This is an optimization exercise on Yosys and OpenROAD, whose aim is small area, a short achievable clock period and few clock cycles per item, not a production implementation.
Only simulation tests tie the RTL to the original design; equivalence was not proved.
No activity file was given, so power comes from the tool's default toggle rates.

==> job 527: inputs <==
==> flow/design.v (excerpt) <==
module mxdot_acc (
    input  wire        clk,
    input  wire        rst,           
    input  wire        in_valid,
    output wire        in_ready,
    input  wire        in_drain,      
    input  wire [7:0]  in_a,
    input  wire [7:0]  in_a_scale,
    input  wire [2:0]  in_a_fmt,
    input  wire [7:0]  in_b,
    input  wire [7:0]  in_b_scale,
    input  wire [2:0]  in_b_fmt,
    input  wire [9:0]  in_anchor,     
    input  wire [1:0]  in_dfmt,       
    input  wire        in_rmode,      
    output wire        out_valid,
    input  wire        out_ready,
    output wire [31:0] out_result,
    output wire [15:0] out_sat,
    output wire [15:0] out_flush,
    output wire        out_nan
);
    function [19:0] decode(input [7:0] code, input [2:0] f, input [7:0] scale);
        reg        nan;
        reg        sgn;
        reg [4:0]  e;
        reg [2:0]  fr;
        reg [2:0]  m;
        reg [4:0]  bias;
        reg [7:0]  n;
        reg [9:0]  ex;
        begin
            nan = 1'b0;
            sgn = 1'b0;
            n   = 8'd0;
            e   = 5'd0;
            fr  = 3'd0;
            m   = 3'd0;
            bias = 5'd0;
            case (f)
                3'd0: begin sgn = code[3]; e = {3'd0, code[2:1]}; fr = {2'd0, code[0]}; m = 3'd1; bias = 5'd1; end
                3'd1: begin sgn = code[5]; e = {3'd0, code[4:3]}; fr = code[2:0];        m = 3'd3; bias = 5'd1; end
                3'd2: begin sgn = code[5]; e = {2'd0, code[4:2]}; fr = {1'b0, code[1:0]}; m = 3'd2; bias = 5'd3; end
                3'd3: begin sgn = code[7]; e = {1'd0, code[6:3]}; fr = code[2:0];        m = 3'd3; bias = 5'd7;
                            nan = (code[6:0] == 7'h7F); end
                3'd4: begin sgn = code[7]; e = code[6:2];         fr = {1'b0, code[1:0]}; m = 3'd2; bias = 5'd15;
                            nan = (code[6:2] == 5'h1F); end
                default: begin sgn = code[7]; end
            endcase
            if (f == 3'd5) begin
                n  = code[7] ? (8'd0 - code) : code;        
                ex = {2'd0, scale} - 10'd133;
            end else begin
  ...
clock: 22.0 ns
lec_check: 0
abc_clock_period_in_ps: 4000
cap_margin: 20
core_margin: 2
core_utilization: 45
slew_margin: 20
run.sh (not shown) runs the stock make flow with config.mk's settings and CLKGATE_MAP_FILE= SYNTH_SCRIPT=/design/flow/synth_recipe.tcl, a recipe that flattens the netlist after the stock synthesis.
==> job 4511: changes against job 527 <==
Settings changed: ABC_CLOCK_PERIOD_IN_PS 4000 to 8000.
==> flow_metrics.py <==
metrics = {
    "logic_synthesis": {
        "synthAdderAreaFrac_pct": 10.9,
        "synth.yosys.warnings": 1,
        "synthCells": 6243,
    },
    "setup_path": {
        "path_buf_inv": 2,
    },
    "power": {
        "finalPower_w": 0.00475,
        "p_clk_share_pct": 22.6,
    },
    "global_routing": {
        "grt-busiest-layer": "met2",
    },
    "placed_design": {
        "port_buffers": 122,
    },
    "cells_and_area": {
        "seq_share_pct": 23.1,
    },
    "drt": {
        "vias": 45800,
    },
    "outcome": {
        "status": "no timing/DRC/antenna violations",
    },
}
(the above is from job 527)
==> flow_metrics.py <==
metrics = {
    "setup_path": {
        "path_buf_inv": 2,
        "path_max_fanout": 66,
    },
    "power": {
        "p_clk_share_pct": 22.6,
        "internal_power_w": 0.00263,
    },
    "outcome": {
        "status": "no timing/DRC/antenna violations",
    },
    "logic_synthesis": {
        "synthAdderAreaFrac_pct": 10.9,
        "synthCells": 6243,
        "synth.yosys.warnings": 1,
    },
    "floorplan": {
        "pin_count": 123,
    },
    "placed_design": {
        "port_buffers": 122,
    },
    "global_routing": {
        "grt_pass1_vias": 41900,
    },
    "drt": {
        "vias": 45800,
    },
}
(the above is from job 4511)
Testbench counts of job 527, summed over its fixed seeds: cycles 12,712, items 12,288.
Testbench counts of job 4511, summed over its fixed seeds: cycles 12,712, items 12,288.

==> job 9600: inputs <==
Another version of the RTL of mxdot_acc (not shown whole).
==> flow/design.v (excerpt) <==
module mxdot_acc (
    input  wire        clk,
    input  wire        rst,           
    input  wire        in_valid,
    output wire        in_ready,
    input  wire        in_drain,      
    input  wire [7:0]  in_a,
    input  wire [7:0]  in_a_scale,
    input  wire [2:0]  in_a_fmt,
    input  wire [7:0]  in_b,
    input  wire [7:0]  in_b_scale,
    input  wire [2:0]  in_b_fmt,
    input  wire [9:0]  in_anchor,     
    input  wire [1:0]  in_dfmt,       
    input  wire        in_rmode,      
    output wire        out_valid,
    input  wire        out_ready,
    output wire [31:0] out_result,
    output wire [15:0] out_sat,
    output wire [15:0] out_flush,
    output wire        out_nan
);
clock: 22.0 ns
lec_check: 0
cap_margin: 20
core_margin: 2
core_utilization: 55
cts_buf_list: sky130_fd_sc_hd__clkbuf_4 sky130_fd_sc_hd__clkbuf_8
slew_margin: 20
standard.sh (not shown) runs the stock make flow with config.mk's settings and CLKGATE_MAP_FILE= SYNTH_SCRIPT=/design/flow/synth_recipe.tcl, a recipe that flattens the netlist after the stock synthesis.
==> flow/flow/run.sh <==
#!/bin/bash
# Standard layout, with the timing repair steps aiming for setup slack
# well beyond the constraint (the SDC and clock period are unchanged), and
# plain buffers on the ports.
set -euo pipefail
bash standard.sh SETUP_SLACK_MARGIN=16.5 SKIP_GATE_CLONING=1 \
    "BUFFER_PORTS_ARGS=-buffer_cell sky130_fd_sc_hd__buf_2" finish > make_finish.log 2>&1
==> job 8129 (differences from job 9600) <==
--- a/flow/design.v
+++ b/flow/design.v
@@ -27,70 +27,63 @@
         begin
             bitlen8 = 4'd0;
             for (k = 0; k < 8; k = k + 1)
                 if (n[k]) bitlen8 = k + 1;
         end
     endfunction
-    function [13:0] fdec(input [4:0] e, input [2:0] fr, input [2:0] m);
+    function [16:0] fdec(input [4:0] e, input [2:0] fr, input [2:0] m, input [4:0] bias);
         reg        enz;
         reg [3:0]  n;
+        reg [5:0]  es, ts;
         begin
-            enz  = (e != 5'd0);
-            n    = enz ? ((4'd1 << m) | {1'b0, fr}) : {1'b0, fr};
-            fdec = {n == 4'd0, enz ? e : 5'd1, enz ? ({1'b0, m} + 4'd1) : bitlen8({5'd0, fr}), n};
+            enz = (e != 5'd0);
+            n   = enz ? ((4'd1 << m) | {1'b0, fr}) : {1'b0, fr};
+            es  = (enz ? {1'b0, e} : 6'd1) - {1'b0, bias} - {3'd0, m};
+            ts  = enz ? ({1'b0, e} - {1'b0, bias} + 6'd1)
+                      : (6'd1 - {1'b0, bias} - {3'd0, m} + {2'd0, bitlen8({5'd0, fr})});
+            fdec = {n == 4'd0, es, ts, n};
         end
     endfunction
-    function [20:0] decode(input [7:0] code, input [2:0] f);
-        reg [13:0] d;
+    function [23:0] decode(input [7:0] code, input [2:0] f);
+        reg [16:0] d;
         reg [7:0]  n8;
         begin
             n8 = code[7] ? (8'd0 - code) : code;        
             case (f)
                 3'd0: begin
-                    d = fdec({3'd0, code[2:1]}, {2'd0, code[0]}, 3'd1);
-                    decode = {1'b0, d[13], code[3], 1'b0, d[12:4], 4'd0, d[3:0]};
+                    d = fdec({3'd0, code[2:1]}, {2'd0, code[0]}, 3'd1, 5'd1);
+                    decode = {1'b0, d[16], code[3], 1'b0, d[15:4], 4'd0, d[3:0]};
                 end
                 3'd1: begin
-                    d = fdec({3'd0, code[4:3]}, code[2:0], 3'd3);
-                    decode = {1'b0, d[13], code[5], 1'b0, d[12:4], 4'd0, d[3:0]};
+                    d = fdec({3'd0, code[4:3]}, code[2:0], 3'd3, 5'd1);
+                    decode = {1'b0, d[16], code[5], 1'b0, d[15:4], 4'd0, d[3:0]};
                 end
                 3'd2: begin
-                    d = fdec({2'd0, code[4:2]}, {1'b0, code[1:0]}, 3'd2);
-                    decode = {1'b0, d[13], code[5], 1'b0, d[12:4], 4'd0, d[3:0]};
+                    d = fdec({2'd0, code[4:2]}, {1'b0, code[1:0]}, 3'd2, 5'd3);
+                    decode = {1'b0, d[16], code[5], 1'b0, d[15:4], 4'd0, d[3:0]};
                 end
                 3'd3: begin
-                    d = fdec({1'd0, code[6:3]}, code[2:0], 3'd3);
-                    decode = {code[6:0] == 7'h7F, d[13], code[7], 1'b0, d[12:4], 4'd0, d[3:0]};
+                    d = fdec({1'd0, code[6:3]}, code[2:0], 3'd3, 5'd7);
+                    decode = {code[6:0] == 7'h7F, d[16], code[7], 1'b0, d[15:4], 4'd0, d[3:0]};
                 end
                 3'd4: begin
-                    d = fdec(code[6:2], {1'b0, code[1:0]}, 3'd2);
-                    decode = {code[6:2] == 5'h1F, d[13], code[7], 1'b0, d[12:4], 4'd0, d[3:0]};
+                    d = fdec(code[6:2], {1'b0, code[1:0]}, 3'd2, 5'd15);
+                    decode = {code[6:2] == 5'h1F, d[16], code[7], 1'b0, d[15:4], 4'd0, d[3:0]};
                 end
                 3'd5: begin
-                    d = 14'd0;
-                    decode = {1'b0, code == 8'd0, code[7], code[7], 5'd0,
-                              bitlen8(n8), code ^ {8{code[7]}}};
+                    d = 17'd0;
+                    decode = {1'b0, code == 8'd0, code[7], code[7], -6'sd6,
+                              6'd58 + {2'd0, bitlen8(n8)}, code ^ {8{code[7]}}};
                 end
                 default: begin
-                    d = 14'd0;
-                    decode = {1'b0, 1'b1, 19'd0};
+                    d = 17'd0;
+                    decode = {1'b0, 1'b1, 22'd0};
                 end
             endcase
         end
     endfunction
-    function [4:0] fcst(input [2:0] f);
-        case (f)
-            3'd0:    fcst = 5'd2;
-            3'd1:    fcst = 5'd4;
-            3'd2:    fcst = 5'd5;
-            3'd3:    fcst = 5'd10;
-            3'd4:    fcst = 5'd17;
-            3'd5:    fcst = 5'd6;
-            default: fcst = 5'd0;
-        endcase
-    endfunction
     function [15:0] sat_inc(input [15:0] c, input inc);
         sat_inc = (inc && c != 16'hFFFF) ? c + 16'd1 : c;
     endfunction
     reg  [1:0]  outst;            
     reg         rdy;
     reg         o_valid;
@@ -107,55 +100,42 @@
             rdy   <= (outst_nx < 2'd2);
         end
     end
     reg        v0, d0;
     reg [7:0]  a0, as0, b0, bs0;
     reg [2:0]  af0, bf0;
+    reg [9:0]  an0;
     reg [1:0]  df0;
     reg        rm0;
-    reg        aset;              
-    reg [9:0]  anc;               
     always @(posedge clk) begin
         v0  <= fire;
         d0  <= in_drain;
         a0  <= in_a;  as0 <= in_a_scale; af0 <= in_a_fmt;
         b0  <= in_b;  bs0 <= in_b_scale; bf0 <= in_b_fmt;
+        an0 <= in_anchor;
         df0 <= in_dfmt;
         rm0 <= in_rmode;
-        if (rst)
-            aset <= 1'b0;
-        else if (fire && in_drain)
-            aset <= 1'b0;
-        else if (fire && !aset) begin
-            aset <= 1'b1;
-            anc  <= in_anchor;
-        end
     end
+    reg        aset;              
+    reg [9:0]  anc;               
     reg [9:0]  anc_d;             
-    wire [20:0] da = decode(a0, af0);
-    wire [20:0] db = decode(b0, bf0);
-    wire        s1_nan  = da[20] | db[20] | (as0 == 8'hFF) | (bs0 == 8'hFF);
-    wire        s1_zero = da[19] | db[19];
-    wire        s1_sign = da[18] ^ db[18];
-    wire        ia = da[17], ib = db[17];
+    wire [23:0] da = decode(a0, af0);
+    wire [23:0] db = decode(b0, bf0);
+    wire        s1_nan  = da[23] | db[23] | (as0 == 8'hFF) | (bs0 == 8'hFF);
+    wire        s1_zero = da[22] | db[22];
+    wire        s1_sign = da[21] ^ db[21];
+    wire        ia = da[20], ib = db[20];
     wire [7:0]  ma = da[7:0], mb = db[7:0];
-    wire signed [11:0] xs = $signed({4'd0, as0}) + $signed({4'd0, bs0})
-                          - $signed({{2{anc[9]}}, anc})
-                          - $signed({7'd0, fcst(af0)}) - $signed({7'd0, fcst(bf0)});
-    wire signed [11:0] xk = xs - 12'sd100;
-    wire [5:0]  ww  = {1'b0, da[16:12]} + {1'b0, db[16:12]};
-    wire [6:0]  vv  = {1'b0, ww} + {3'd0, da[11:8]} + {3'd0, db[11:8]};
-    wire [6:0]  uk  = {1'b0, xk[5:0]} + {1'b0, ww};
-    wire [5:0]  hk0 = xk[11:6];
-    wire [5:0]  hk1 = xk[11:6] + 6'd1;
-    wire [11:0] k16 = {uk[6] ? hk1 : hk0, uk[5:0]};
-    wire [7:0]  ut  = {1'b0, xs[6:0]} + {1'b0, vv};
-    wire [4:0]  ht  = xs[11:7];
-    wire        ht_ge1 = !ht[4] && (ht[3:0] != 4'd0);
-    wire        ht_ge2 = !ht[4] && (ht[3:1] != 3'd0);
-    wire        s1_above = ut[7] ? ht_ge1 : ht_ge2;
+    wire [9:0]  a_use = aset ? anc : an0;
+    wire signed [11:0] xsum = $signed({4'd0, as0}) + $signed({4'd0, bs0})
+                            - $signed({{2{a_use[9]}}, a_use});
+    wire signed [11:0] es2  = $signed({{6{da[19]}}, da[19:14]}) + $signed({{6{db[19]}}, db[19:14]}) - 12'sd100;
+    wire signed [11:0] ts2  = $signed({{6{da[13]}}, da[13:8]}) + $signed({{6{db[13]}}, db[13:8]}) - 12'sd256;
+    wire signed [11:0] k16  = xsum + es2;
+    wire signed [11:0] tcmp = xsum + ts2;
+    wire        s1_above = !tcmp[11];
     wire [14:0] pp0 = mb[0] ? {7'd0, ma}       : 15'd0;
     wire [14:0] pp1 = mb[1] ? {6'd0, ma, 1'd0} : 15'd0;
     wire [14:0] pp2 = mb[2] ? {5'd0, ma, 2'd0} : 15'd0;
     wire [14:0] pp3 = mb[3] ? {4'd0, ma, 3'd0} : 15'd0;
     wire [14:0] pp4 = mb[4] ? {3'd0, ma, 4'd0} : 15'd0;
     wire [14:0] pp5 = mb[5] ? {2'd0, ma, 5'd0} : 15'd0;
@@ -170,23 +150,29 @@
     reg [14:0] p1;
     reg [3:0]  f1, ch1;
     reg [1:0]  df1;
     reg        rm1;
     always @(posedge clk) begin
         if (rst) begin
+            aset <= 1'b0;
             v1   <= 1'b0;
         end else begin
             v1 <= v0;
-            if (v0 && d0)
+            if (v0 && d0) begin
+                aset  <= 1'b0;
                 anc_d <= anc;
+            end else if (v0 && !aset) begin
+                aset <= 1'b1;
+                anc  <= an0;
+            end
         end
         d1   <= d0;
         nan1 <= s1_nan;
         abv1 <= !s1_nan && !s1_zero && s1_above;
         add1 <= !s1_nan && !s1_zero && !s1_above;
-        low1 <= k16[11];
+        low1 <= k16 < 12'sd0;
         sg1  <= s1_sign;
         p1   <= s1_prod;
         f1   <= k16[3:0];
         ch1  <= k16[7:4];
         df1  <= df0;
         rm1  <= rm0;
==> flow/flow/run.sh (replaced) <==
#!/bin/bash
# Standard layout, with the timing repair steps aiming for setup slack
# well beyond the constraint (the SDC and clock period are unchanged).
set -euo pipefail
bash standard.sh SETUP_SLACK_MARGIN=15.5 SKIP_GATE_CLONING=1 finish > make_finish.log 2>&1
CORE_UTILIZATION = 45   (was 55)
CTS_BUF_LIST = default   (was sky130_fd_sc_hd__clkbuf_4 sky130_fd_sc_hd__clkbuf_8)
==> notes.md <==
metric	job 9600	job 8129
Switching fraction of total power	50.1%	49.9%
Post-CTS resize count	105	9
Multiplexer share of the synthesized area	4.55%	5.76%
Inverters	413	445
Area occupied by multi-input gates	28900 um2	29500 um2
Cells on worst reg2reg path	15	20
Number of instances in the placed design	6004	6504
Cell area after placement	43700 um2	46300 um2
Register area	11500 um2	11700 um2
Power density of the placed cells	114 nW/um2	124 nW/um2
Classification of the worst setup path	register to primary output	register to register
Power drawn by the clock network	0.958 mW	1.09 mW
Placed wire-length estimate after detailed placement	124000 um	128000 um
Vias in the first global route	37500	38400
Required time at the endpoint of the critical path	17.60 ns	22.61 ns
Root buffer cell	sky130_fd_sc_hd__clkbuf_8	sky130_fd_sc_hd__clkbuf_16
Routed length on met3	23400 um	16000 um
Worst max-slew margin expressed relative to the limit	23.5%	22.9%
Run status	no timing/DRC/antenna violations	no timing/DRC/antenna violations
Biggest fanout along the worst timing path	1	7
Testbench counts of job 9600, summed over its fixed seeds: cycles 12,712, items 12,288.
Testbench counts of job 8129, summed over its fixed seeds: cycles 12,712, items 12,288.

==> build 80 <==
RTL: one of the versions met above, not the one the previous note started from.
// mxdot_acc
module mxdot_acc (
    input  wire        clk,
    input  wire        rst,           
    input  wire        in_valid,
    output wire        in_ready,
    input  wire        in_drain,      
    input  wire [7:0]  in_a,
    input  wire [7:0]  in_a_scale,
    input  wire [2:0]  in_a_fmt,
    input  wire [7:0]  in_b,
    input  wire [7:0]  in_b_scale,
    input  wire [2:0]  in_b_fmt,
    input  wire [9:0]  in_anchor,     
    input  wire [1:0]  in_dfmt,       
    input  wire        in_rmode,      
    output wire        out_valid,
    input  wire        out_ready,
    output wire [31:0] out_result,
    output wire [15:0] out_sat,
    output wire [15:0] out_flush,
    output wire        out_nan
);
    localparam integer CW  = 5;           
    localparam integer NCH = 160 / CW;    
    function [3:0] bitlen8(input [7:0] n);
        integer k;
        begin
            bitlen8 = 4'd0;
            for (k = 0; k < 8; k = k + 1)
                if (n[k]) bitlen8 = k + 1;
        end
    endfunction
    function [16:0] fdec(input [4:0] e, input [2:0] fr, input [2:0] m, input [4:0] bias);
        reg        enz;
        reg [3:0]  n;
        reg [5:0]  es, ts;
        begin
            enz = (e != 5'd0);
            n   = enz ? ((4'd1 << m) | {1'b0, fr}) : {1'b0, fr};
            es  = (enz ? {1'b0, e} : 6'd1) - {1'b0, bias} - {3'd0, m};
            ts  = enz ? ({1'b0, e} - {1'b0, bias} + 6'd1)
                      : (6'd1 - {1'b0, bias} - {3'd0, m} + {2'd0, bitlen8({5'd0, fr})});
            fdec = {n == 4'd0, es, ts, n};
        end
    endfunction
    function [23:0] decode(input [7:0] code, input [2:0] f);
        reg [16:0] d;
        reg [7:0]  n8;
        begin
            n8 = code[7] ? (8'd0 - code) : code;        
            case (f)
                3'd0: begin
  ...
==> flow/config.mk <==
export PLATFORM = sky130hd
export DESIGN_NAME = mxdot_acc
export DESIGN_NICKNAME = mxdot_acc
export VERILOG_FILES = /design/flow/design.v
export SDC_FILE = /design/flow/constraint.sdc
export NUM_CORES = 4
export LEC_CHECK = 0
export CAP_MARGIN = 20
export CORE_MARGIN = 2
export CORE_UTILIZATION = 55
export SLEW_MARGIN = 20
==> flow/constraint.sdc <==
create_clock -name core_clock -period 22.0 [get_ports {clk}]
set_input_delay 4.4000 -clock core_clock [delete_from_list [all_inputs] [get_ports {clk}]]
set_output_delay 4.4000 -clock core_clock [all_outputs]
set_load 0.01 [all_outputs]
==> flow/flow/run.sh <==
#!/bin/bash
# Standard layout, with the timing repair steps aiming for setup slack
# well beyond the constraint (the SDC and clock period are unchanged).
set -euo pipefail
bash standard.sh SETUP_SLACK_MARGIN=16.5 SKIP_GATE_CLONING=1 finish > make_finish.log 2>&1
==> build 79: changes against build 80 <==
==> flow/run.sh (new file) <==
#!/bin/bash
# synth_recipe.tcl (not shown) runs the flow's synth.tcl, then flattens the netlist and writes it again
# the make line also repeats each setting of config.mk as NAME=value (left out here)
make -C /OpenROAD-flow-scripts/flow DESIGN_CONFIG=/design/flow/config.mk WORK_HOME=/design/flow/orfs CLKGATE_MAP_FILE= SYNTH_SCRIPT=/design/flow/synth_recipe.tcl finish
CORE_UTILIZATION = 45   (was 55)
removed: flow/flow/run.sh
removed: flow/standard.sh
==> notes.md <==
| item | build 79 | build 80 |
|---|---|---|
| Run status | complete, no violations | complete, no violations |
| Post-route worst hold slack | 0.329 ns | 0.327 ns |
| Depth of the critical timing path with buffers and inverters included | 23 | 1 |
| Static power due to leakage | 19.4 nW | 20.5 nW |
| Power drawn by the combinational cells | 3.76 mW | 3.96 mW |
| Worst skew pair latency | 0.70 ns | 0.68 ns |
| Global placer's final weighted congestion | 1.06 | 1.13 |
| Worst path setup slack after routing | 14.91 ns | 16.37 ns |
| Total number of nets in the final design | 5788 | 5928 |
| Proportion of power drawn by combinational gates | 0.627 | 0.642 |
| TritonRoute pass-1 iters | 8 | 11 |
| Longest individual stage delay on the worst path | 0.62 ns | 0.40 ns |
| Area of all placed cells without fillers | 0.0485 mm² | 0.0505 mm² |
| Sequential share of power | 0.190 | 0.184 |
| Antenna Cells | 2 | 5 |
| Multi-input logic portion of the cell area | 0.607 | 0.604 |
| Number of resized instances in the post-cts repair step | 0 | 446 |
| Pwr Density | 124 mW/mm² | 122 mW/mm² |
Testbench counts of build 80, summed over its fixed seeds: cycles 12,712, items 12,288.
Testbench counts of build 79, summed over its fixed seeds: cycles 12,712, items 12,288.

-- re-timing with driven ports --
No port has a modelled driver above. Below, the same layouts with a new extraction and two added sets of constraints. Step 1 sets driving cells, clkbuf_16 on the clock port and buf_2 on the other inputs (assumed; they add their load-dependent delay and slew). Step 2, shift: input delay + t, output delay - t, t = (earliest + latest rising clock arrival at the registers) / 2. This alone moves slack from input paths to output paths. Three values: ideal ports, drivers, drivers and shift; two values: the first two.
run	t (ns)	setup slack, ns	worst setup path after step 2
job 527	0.755	13.268 / 13.268 / 13.268	register to register
job 4511	0.755	13.268 / 13.268 / 13.268	register to register
job 9600	0.786	16.302 / 16.236 / 16.182	input to register
job 8129	0.743	15.586 / 15.586 / 15.586	register to register
build 80	0.736	16.368 / 16.294 / 15.976	input to register
build 79	0.745	14.909 / 14.909 / 14.909	register to register
After both steps setup and hold are still met in every run listed. For build 80, which loses most, drivers alone change the setup slack by -0.074 ns; drivers and shift together by -0.392 ns.
